This is an optimization exercise on Yosys and OpenROAD, whose aim is small area, a short achievable clock period and few clock cycles, not a production implementation. Only simulation tests tie the RTL to the original design; equivalence was not proved.

==> flow/design.v <==
module kz_lapcore (
    input  wire        clk,
    input  wire        rst_n,        
    input  wire        in_valid,
    output wire        in_ready,
    input  wire        in_op,        
    input  wire [31:0] in_data,
    input  wire [1:0]  in_gain,
    input  wire [15:0] in_gate,
    input  wire [15:0] in_dist,
    output reg         out_valid,
    output wire [15:0] out_e,
    output wire [31:0] out_period,
    output wire [31:0] out_length,
    output reg         out_reject,
    output reg         out_dist,
    output reg         out_loss
);
    localparam [30:0] P_NOM = 31'd1280000000;
    localparam [33:0] P_MIN = 34'd896000000;
    localparam [33:0] P_MAX = 34'd1638400000;
    reg s_idle, s_pl, s_abs, s_div, s_mm, s_mul, s_pu, s_pv, s_lu;
    reg mul2;             
    reg [4:0]  cnt;
    reg [30:0] P;
    reg [33:0] R;         
    reg [18:0] Q;         
    reg [15:0] G;         
    reg [17:0] Y;         
    reg        bp;        
    reg        neg;
    reg [1:0]  gain;
    reg        lz;        
    reg        dsm;       
    reg        d30;       
    reg        dsk;       
    reg        msk;       
    reg        c_x1, c_xz, c_m1, c_m2, c_ra, c_ra4, c_inv;
    assign in_ready   = s_idle;
    assign out_e      = Q[15:0];
    assign out_period = {1'b0, P};
    assign out_length = R[31:0];
    wire acc = s_idle & in_valid;
    wire d_small = in_data[31] ? (&in_data[31:20]) : !(|in_data[31:21]);
    wire [33:0] X   = c_x1 ? {R[32:0], 1'b0} : (c_xz ? 34'd0 : R);
    wire [33:0] Yop = (({34{c_m1}}  & {3'd0, P}) | ({34{c_m2}} & {2'd0, P, 1'b0}) |
                       ({34{c_ra}}  & R) | ({34{c_ra4}} & {R[29:0], 4'd0})) ^ {34{c_inv}};
    wire [33:0] sum = X + Yop + {33'd0, c_inv};
    function gt19(input [18:0] a, input [18:0] b);
        integer i;
        reg g, e;
        begin
            g = 1'b0; e = 1'b1;
            for (i = 18; i >= 0; i = i - 1) begin
                g = g | (e & a[i] & !b[i]);
                e = e & !(a[i] ^ b[i]);
            end
            gt19 = g;
        end
    endfunction
    wire        rej  = gt19(Q, {2'd0, G, 1'b0});      
    wire        dfl  = gt19(Q, {1'b0, Y});            
    wire [15:0] m16  = Q[16:1] + {15'd0, Q[0]};       
    wire [15:0] mc   = dfl ? Y[16:1] : m16;
    wire        sat_p = (|Q[18:16]) | (&Q[15:0]);             
    wire        sat_n = (|Q[18:17]) | (Q[16] & (|Q[15:0]));   
    wire [15:0] e_ps = sat_p ? 16'h7FFF : m16;
    wire [15:0] e_ng = sat_n ? 16'h8000 : (~Q[16:1] + {15'd0, !Q[0]});
    wire [4:0]  vk = s_mm ? (5'd25 - {2'd0, gain, 1'b0}) : (gain[1] ? 5'd17 : 5'd19);
    wire [33:0] vc = (34'd1 << vk) - {33'd0, neg};
    function ge18(input [17:0] a, input [17:0] b);
        integer i;
        reg g, e;
        begin
            g = 1'b0; e = 1'b1;
            for (i = 17; i >= 0; i = i - 1) begin
                g = g | (e & a[i] & !b[i]);
                e = e & !(a[i] ^ b[i]);
            end
            ge18 = g | e;
        end
    endfunction
    wire p_ok = ge18(R[30:13], P_MIN[30:13]) &&
                (ge18({6'd0, P_MAX[30:19]}, {6'd0, R[30:19]}) &&
                 !((R[30:19] == P_MAX[30:19]) && (|R[18:0])));
    reg  [17:0] y_n;
    reg         bp_n;
    reg  [4:0]  cnt_n;
    always @(*) begin
        if (s_mm) begin
            y_n = {1'b0, mc, 1'b0}; bp_n = 1'b0; cnt_n = 5'd13 - {3'd0, gain};
        end else if (s_pv) begin
            y_n = gain[0] ? {1'b0, G, 1'b0} : {2'd0, G}; bp_n = 1'b0;
            cnt_n = gain[1] ? 5'd9 : 5'd10;
        end else if (msk) begin
            y_n = {8'd0, Y[17:8]}; bp_n = 1'b0; cnt_n = cnt - 5'd4;
        end else begin
            y_n = {2'd0, Y[17:2]}; bp_n = Y[1]; cnt_n = cnt - 5'd1;
        end
    end
    wire n_m1  = y_n[0] ^ bp_n;
    wire n_m2  = (y_n[1] & ~y_n[0] & ~bp_n) | (~y_n[1] & y_n[0] & bp_n);
    wire n_neg = y_n[1] & ~(y_n[0] & bp_n);
    wire n_msk = (y_n[7:0] == 8'd0) && !bp_n && (cnt_n >= 5'd4);
    wire div_end = dsk ? (cnt == 5'd4) : (cnt == 5'd1);
    wire mul_end = (cnt_n == 5'd0);
    wire n_abs = acc & !in_op;
    wire n_div = s_abs | (s_div & !div_end);
    wire n_mm  = s_div & div_end;
    wire n_mul = (s_mm & !rej) | (s_pv & p_ok) | (s_mul & !mul_end);
    wire n_pu  = s_mul & mul_end & !mul2;
    wire n_lu  = s_pl | (s_mm & rej) | (s_pv & !p_ok) | (s_mul & mul_end & mul2);
    wire sel_sum = s_abs | (s_div & !dsk) | s_pu | s_lu | s_pl;
    wire sel_k4  = s_div & dsk;
    wire sel_s2  = s_mul & !msk;
    wire sel_k8  = s_mul & msk;
    wire sel_c   = s_mm | s_pv;
    wire [33:0] r_n = ({34{s_idle}}  & {in_data[29:0], 4'd0}) |
                      ({34{sel_sum}} & sum) |
                      ({34{sel_k4}}  & {R[29:0], 4'd0}) |
                      ({34{sel_s2}}  & {{2{sum[33]}}, sum[33:2]}) |
                      ({34{sel_k8}}  & {{8{R[33]}}, R[33:8]}) |
                      ({34{sel_c}}   & vc);
    always @(posedge clk) begin
        R <= r_n;
        c_x1  <= n_div;
        c_xz  <= n_abs | (n_lu & !s_mul);
        c_m1  <= n_div | n_pu | n_lu | (n_mul & n_m1);
        c_m2  <= n_mul & n_m2;
        c_ra  <= n_abs & !d_small;
        c_ra4 <= n_abs & d_small;
        c_inv <= (n_abs & in_data[31]) | (n_div & !r_n[33]) | (n_mul & (n_neg ^ neg) & (n_m1 | n_m2));
    end
    always @(posedge clk) begin
        out_valid <= 1'b0;
        if (!rst_n) begin
            s_idle <= 1'b1; s_pl <= 1'b0; s_abs <= 1'b0; s_div <= 1'b0; s_mm <= 1'b0; s_mul <= 1'b0;
            s_pu <= 1'b0; s_pv <= 1'b0; s_lu <= 1'b0;
            P <= P_NOM;
        end else begin
            s_idle <= (s_idle & !in_valid) | s_lu;
            s_pl   <= acc & in_op;
            s_abs  <= n_abs;
            s_div  <= n_div;
            s_mm   <= n_mm;
            s_mul  <= n_mul;
            s_pu   <= n_pu;
            s_pv   <= s_pu;
            s_lu   <= n_lu;
            out_valid <= s_lu;
            if (s_pl)          P <= {d30, R[33:4]};
            if (s_pv & p_ok)   P <= R[30:0];
        end
        if (s_idle) begin
            d30  <= in_data[30];
            out_reject <= 1'b0;
            out_dist   <= 1'b0;
            out_loss   <= 1'b0;
            lz   <= 1'b1;
            neg  <= in_data[31];
            gain <= in_gain;
            G    <= in_gate;
            Y    <= {1'b0, in_dist, 1'b0};
            dsm  <= d_small;
            Q    <= 19'd0;
        end
        if (s_abs) begin
            cnt <= dsm ? 5'd15 : 5'd19;
            dsk <= dsm && ((R[33:21] == 13'd0) || (R[33:20] == 14'h3FFF));
        end
        if (s_div) begin
            cnt <= cnt - (dsk ? 5'd4 : 5'd1);
            dsk <= dsk && (R[33:21] == 13'd0) && (cnt >= 5'd8);
            Q   <= dsk ? {Q[14:0], 4'd0} : {Q[17:0], !sum[33]};
        end
        if (s_mm) begin
            Q <= {3'd0, neg ? e_ng : e_ps};
            out_reject <= rej;
            out_dist   <= dfl & !rej;
            lz   <= rej;
            G    <= mc;
            mul2 <= 1'b0;
        end
        if (s_pv) begin
            mul2     <= 1'b1;
            out_loss <= !p_ok;
            lz       <= !p_ok;
        end
        if (s_mm | s_pv | s_mul) begin
            Y <= y_n; bp <= bp_n; cnt <= cnt_n; msk <= n_msk;
        end
    end
endmodule
Settings: LEC_CHECK=0, ABC_AREA=1, CAP_MARGIN=20, CORE_MARGIN=2, CORE_UTILIZATION=40, SLEW_MARGIN=20; clock period 14.0 ns.
run.sh (not shown) runs the stock make flow with config.mk's settings and CLKGATE_MAP_FILE= SYNTH_SCRIPT=/design/flow/synth_recipe.tcl, a recipe that flattens the netlist after the stock synthesis.
Testbench counts at the start, summed over its fixed seeds: cycles 103,403.
Next try:
--- a/flow/design.v
+++ b/flow/design.v
@@ -43,49 +43,21 @@
     wire acc = s_idle & in_valid;
     wire d_small = in_data[31] ? (&in_data[31:20]) : !(|in_data[31:21]);
     wire [33:0] X   = c_x1 ? {R[32:0], 1'b0} : (c_xz ? 34'd0 : R);
     wire [33:0] Yop = (({34{c_m1}}  & {3'd0, P}) | ({34{c_m2}} & {2'd0, P, 1'b0}) |
                        ({34{c_ra}}  & R) | ({34{c_ra4}} & {R[29:0], 4'd0})) ^ {34{c_inv}};
     wire [33:0] sum = X + Yop + {33'd0, c_inv};
-    function gt19(input [18:0] a, input [18:0] b);
-        integer i;
-        reg g, e;
-        begin
-            g = 1'b0; e = 1'b1;
-            for (i = 18; i >= 0; i = i - 1) begin
-                g = g | (e & a[i] & !b[i]);
-                e = e & !(a[i] ^ b[i]);
-            end
-            gt19 = g;
-        end
-    endfunction
-    wire        rej  = gt19(Q, {2'd0, G, 1'b0});      
-    wire        dfl  = gt19(Q, {1'b0, Y});            
+    wire        rej  = Q > {2'd0, G, 1'b0};           
+    wire        dfl  = Q > {1'b0, Y};                 
     wire [15:0] m16  = Q[16:1] + {15'd0, Q[0]};       
     wire [15:0] mc   = dfl ? Y[16:1] : m16;
-    wire        sat_p = (|Q[18:16]) | (&Q[15:0]);             
-    wire        sat_n = (|Q[18:17]) | (Q[16] & (|Q[15:0]));   
-    wire [15:0] e_ps = sat_p ? 16'h7FFF : m16;
-    wire [15:0] e_ng = sat_n ? 16'h8000 : (~Q[16:1] + {15'd0, !Q[0]});
+    wire [15:0] e_ps = (Q >= 19'd65535) ? 16'h7FFF : m16;
+    wire [15:0] e_ng = (Q >  19'd65536) ? 16'h8000 : (~Q[16:1] + {15'd0, !Q[0]});
     wire [4:0]  vk = s_mm ? (5'd25 - {2'd0, gain, 1'b0}) : (gain[1] ? 5'd17 : 5'd19);
     wire [33:0] vc = (34'd1 << vk) - {33'd0, neg};
-    function ge18(input [17:0] a, input [17:0] b);
-        integer i;
-        reg g, e;
-        begin
-            g = 1'b0; e = 1'b1;
-            for (i = 17; i >= 0; i = i - 1) begin
-                g = g | (e & a[i] & !b[i]);
-                e = e & !(a[i] ^ b[i]);
-            end
-            ge18 = g | e;
-        end
-    endfunction
-    wire p_ok = ge18(R[30:13], P_MIN[30:13]) &&
-                (ge18({6'd0, P_MAX[30:19]}, {6'd0, R[30:19]}) &&
-                 !((R[30:19] == P_MAX[30:19]) && (|R[18:0])));
+    wire p_ok = !(R < P_MIN) && !(R > P_MAX);
     reg  [17:0] y_n;
     reg         bp_n;
     reg  [4:0]  cnt_n;
     always @(*) begin
         if (s_mm) begin
             y_n = {1'b0, mc, 1'b0}; bp_n = 1'b0; cnt_n = 5'd13 - {3'd0, gain};
Result: The new run finished clean. Setup slack improved by 250 ps. Worst hold slack stays flat. Sequential share of layout area goes down by 1.0 points. Sequential cell count stays the same. Routed wire length came out higher by 2.4%. Area after synthesis goes up by 4.1%. Utilization goes down by 0.36 points.
Testbench counts after the change, summed over its fixed seeds: cycles 103,403.

-- afterwards: timing with drivers on the ports --
The results above use ideal ports. As a check the final layouts listed here were re-extracted and re-timed, cells and wires unchanged. Step 1 assumes that a clkbuf_16 drives the clock port and a buf_2 every other input. Step 2 moves the port delays by t, midway between the first and last clock arrival at a register: inputs arrive t later, outputs are due t later. That takes back most of the time a late clock gives input paths. Slacks: ideal / step 1 / step 2; pairs: ideal / step 1.
run	t, ns	slack for setup (ns)	worst setup path at the end	worst slew at a driven data input, ns
the first run	0.503	9.130 / 9.080 / 9.549	input to register	0.11
the second run	0.495	9.383 / 9.331 / 9.295	input to register	0.04
After both steps setup and hold are still met in every run listed. The setup slack of the second run, which loses most, moves by -0.052 ns with the drivers and by -0.088 ns with both steps.
